Context: an optimization exercise on an open-source flow, tuned for small area, a short achievable clock period and few clock cycles per item. The choices shown serve that exercise and are no tape-out recipe. Only simulation tests tie the RTL to the original design; equivalence was not proved. Power and IR drop assume default switching activity.

==> flow/design.v (excerpt) <==
module wfq_sched (
    input             clk,
    input             rst,           
    input             cmd_valid,
    output            cmd_ready,
    input      [2:0]  cmd_op,
    input      [3:0]  cmd_q,
    input      [63:0] cmd_arg,
    output reg        rsp_valid,
    output reg        rsp_none,
    output reg [3:0]  rsp_q,
    output     [63:0] rsp_tag
);
    localparam OP_SETW   = 3'd0;
    localparam OP_ELIG   = 3'd1;
    localparam OP_SELECT = 3'd2;
    localparam OP_END    = 3'd3;
    localparam OP_REBASE = 3'd4;
    localparam OP_LOADF  = 3'd5;
    integer i, j, k;
    function cmp64;
        input [63:0] a;
        input [63:0] b;
        input        cin;
        reg   [63:0] g;
        reg   [63:0] p;
        integer w, n;
        begin
            g = a & ~b;
            p = a | ~b;
            g[0] = g[0] | (p[0] & cin);
            for (w = 1; w < 64; w = w * 2)
                for (n = 0; n < 63; n = n + 2 * w)
                    if (n + w < 63) begin
                        g[n] = g[n+w] | (p[n+w] & g[n]);
                        p[n] = p[n+w] & p[n];
                    end
            cmp64 = a[63] ^ ~b[63] ^ g[0];
        end
    endfunction
    function [63:0] add_cost;
        input [63:0] a;
        input [30:0] b;
        reg   [30:0] x;
        reg   [30:0] g;
        reg   [30:0] p;
        reg   [32:0] u;
        reg   [63:0] r;
        integer l, n, m;
        begin
            x = a[30:0] ^ b;
            g = a[30:0] & b;
            p = x;
            for (l = 0; l < 5; l = l + 1)
                for (n = 0; n < 31; n = n + 1)
                    if ((n >> l) & 1) begin
                        m = ((n >> l) << l) - 1;
                        g[n] = g[n] | (p[n] & g[m]);
                        p[n] = p[n] & p[m];
                    end
  ...
clock: 65.0 ns
lec_check: 0
cap_margin: 20
core_margin: 2
core_utilization: 55
place_density: 0.65
slew_margin: 20
standard.sh (not shown) runs the stock make flow with config.mk's settings and CLKGATE_MAP_FILE= SYNTH_SCRIPT=/design/flow/synth_recipe.tcl, a recipe that flattens the netlist after the stock synthesis.
==> flow/flow/run.sh <==
#!/bin/bash
# Standard layout, with two changes: the port buffers are
# sky130_fd_sc_hd__buf_4 instead of the cell buffer_ports picks by default,
# and the repair_timing run after clock tree synthesis aims at a 14.2 ns
# period (setup margin 50.8 ns against the 65 ns clock), which makes it
# size up the register-to-port paths. Each run of standard.sh logs to its
# own file; ORFS's own logs are under orfs/logs.
set -euo pipefail
export BUFFER_PORTS_ARGS="-buffer_cell sky130_fd_sc_hd__buf_4"
bash standard.sh synth floorplan place > standard_place.log 2>&1
SETUP_SLACK_MARGIN=50.8 bash standard.sh cts > standard_cts.log 2>&1
bash standard.sh > standard_finish.log 2>&1
Testbench counts at the start, summed over its fixed seeds: cycles 24,096, items 24,000.
Then changed:
==> flow/flow/run.sh (replaced) <==
#!/bin/bash
# Standard layout, with these changes:
# - the port buffers are sky130_fd_sc_hd__buf_4 instead of the cell
#   buffer_ports picks by default;
# - the repair_timing run after clock tree synthesis aims at a 14.2 ns
#   period (setup margin 50.8 ns against the 65 ns clock), and the one
#   after global routing, with its better parasitics, at 13.8 ns (margin
#   51.2 ns), so that the longest paths between registers are sized up.
# The clock, its period and the constraints are the design's. Each run of
# standard.sh logs to its own file; ORFS's own logs are under orfs/logs.
set -euo pipefail
export BUFFER_PORTS_ARGS="-buffer_cell sky130_fd_sc_hd__buf_4"
bash standard.sh synth floorplan place > standard_place.log 2>&1
SETUP_SLACK_MARGIN=50.8 bash standard.sh cts > standard_cts.log 2>&1
SETUP_SLACK_MARGIN=51.2 bash standard.sh grt > standard_grt.log 2>&1
bash standard.sh > standard_finish.log 2>&1
CTS_CLUSTER_DIAMETER = 120   (was default)
CTS_CLUSTER_SIZE = 24   (was default)
Outcome:
- final cell count decreases by a few percent
- fmax increases slightly
- hold slack got worse by 12 ps
- routed wire length decreases slightly
- utilization decreases by 2.1 points
- combinational power barely changes
- total power decreases by a little under a tenth
- non-clock buffer count increases by 19
- worst setup slack improved by 60 ps
- synthesized area stays the same
- sequential share of layout area increases by 1.9 points
Then changed:
CTS_CLUSTER_DIAMETER = default   (was 120)
CTS_CLUSTER_SIZE = default   (was 24)
Synthesized area stays the same.
Worst setup slack gets worse by 62 ps.
Synthesized cell count is unchanged.
Via count climbs by 1.4%.
Combinational power hardly moves.
Power came out higher by 9.4%.
Clock-buffer cell count rose by 213.
Wire length is higher by 0.90%.
Register-to-register slack barely changes.

wfq_sched, a different RTL version from the one above (not shown whole).
Size in the first run: roughly 150 I/O pins, roughly 130000 um^2 of cells after synthesis.
Settings: LEC_CHECK=0, CAP_MARGIN=20, CORE_MARGIN=2, CORE_UTILIZATION=55, CTS_BUF_LIST=sky130_fd_sc_hd__clkbuf_8, PLACE_DENSITY=0.65, SLEW_MARGIN=20; clock period 65.0 ns.
==> flow/flow/run.sh <==
#!/bin/bash
# Standard layout, with two changes: the port buffers are
# sky130_fd_sc_hd__buf_4 instead of the cell buffer_ports picks by default,
# and the repair_timing run after clock tree synthesis aims at a 14.2 ns
# period (setup margin 50.8 ns against the 65 ns clock), which makes it
# size up the register-to-port paths. Each run of standard.sh logs to its
# own file; ORFS's own logs are under orfs/logs.
set -euo pipefail
export BUFFER_PORTS_ARGS="-buffer_cell sky130_fd_sc_hd__buf_4"
bash standard.sh synth floorplan place > standard_place.log 2>&1
SETUP_SLACK_MARGIN=50.8 bash standard.sh cts > standard_cts.log 2>&1
bash standard.sh > standard_finish.log 2>&1
The starting point produced a clean layout.
Testbench counts at the start, summed over its fixed seeds: cycles 24,096, items 24,000.
Then changed:
==> flow/flow/run.sh (replaced) <==
#!/bin/bash
# Standard layout, with these changes:
# - the port buffers are sky130_fd_sc_hd__buf_4 instead of the cell
#   buffer_ports picks by default;
# - the repair_timing run after clock tree synthesis aims at a 14.2 ns
#   period (setup margin 50.8 ns against the 65 ns clock), and the one
#   after global routing, with its better parasitics, at 13.8 ns (margin
#   51.2 ns), so that the longest paths between registers are sized up.
# The clock, its period and the constraints are the design's. Each run of
# standard.sh logs to its own file; ORFS's own logs are under orfs/logs.
set -euo pipefail
export BUFFER_PORTS_ARGS="-buffer_cell sky130_fd_sc_hd__buf_4"
bash standard.sh synth floorplan place > standard_place.log 2>&1
SETUP_SLACK_MARGIN=50.8 bash standard.sh cts > standard_cts.log 2>&1
SETUP_SLACK_MARGIN=51.2 bash standard.sh grt > standard_grt.log 2>&1
bash standard.sh > standard_finish.log 2>&1
Settings changed: CTS_BUF_LIST sky130_fd_sc_hd__clkbuf_8 to default, CTS_CLUSTER_DIAMETER from default to 120, CTS_CLUSTER_SIZE from default to 24.
- power went down by 7.3%
- non-clock buffer count came out higher by 24
- global-route usage came out lower by 0.66 points
- wire length fell by 1.4%
- via count drops by 2.5%
- cell area fell by 3.2%
- core utilization fell by 2.0 points
- setup slack gets better by 210 ps
- synthesized area is unchanged
- die area does not change

==> static timing again, ports no longer ideal <==
How much do the figures lean on ideal ports? The routed layouts below were timed once more, with nothing changed but the port constraints. Step 1, drivers: a clkbuf_16 drives clk and a buf_2 each remaining input, both assumed. Step 2 moves the port delays by t, midway between the first and last clock arrival at a register: inputs arrive t later, outputs are due t later. That takes back most of the time a late clock gives input paths. a / b / c = ideal ports / drivers / drivers and shift; a / b = the first two.
run | shift t [ns] | setup slack, ns | pins driven straight from the clock port
the first run of note 1 | 1.066 | 50.371 / 50.271 / 50.636 | 1
the second run of note 1 | 0.966 | 50.432 / 50.333 / 50.720 | 1
the third run of note 1 | 1.069 | 50.369 / 50.265 / 50.707 | 1
the first run of note 2 | 1.220 | 50.242 / 50.138 / 51.030 | 1
the second run of note 2 | 0.988 | 50.450 / 50.341 / 51.073 | 1
After both steps setup and hold are still met in every run listed.
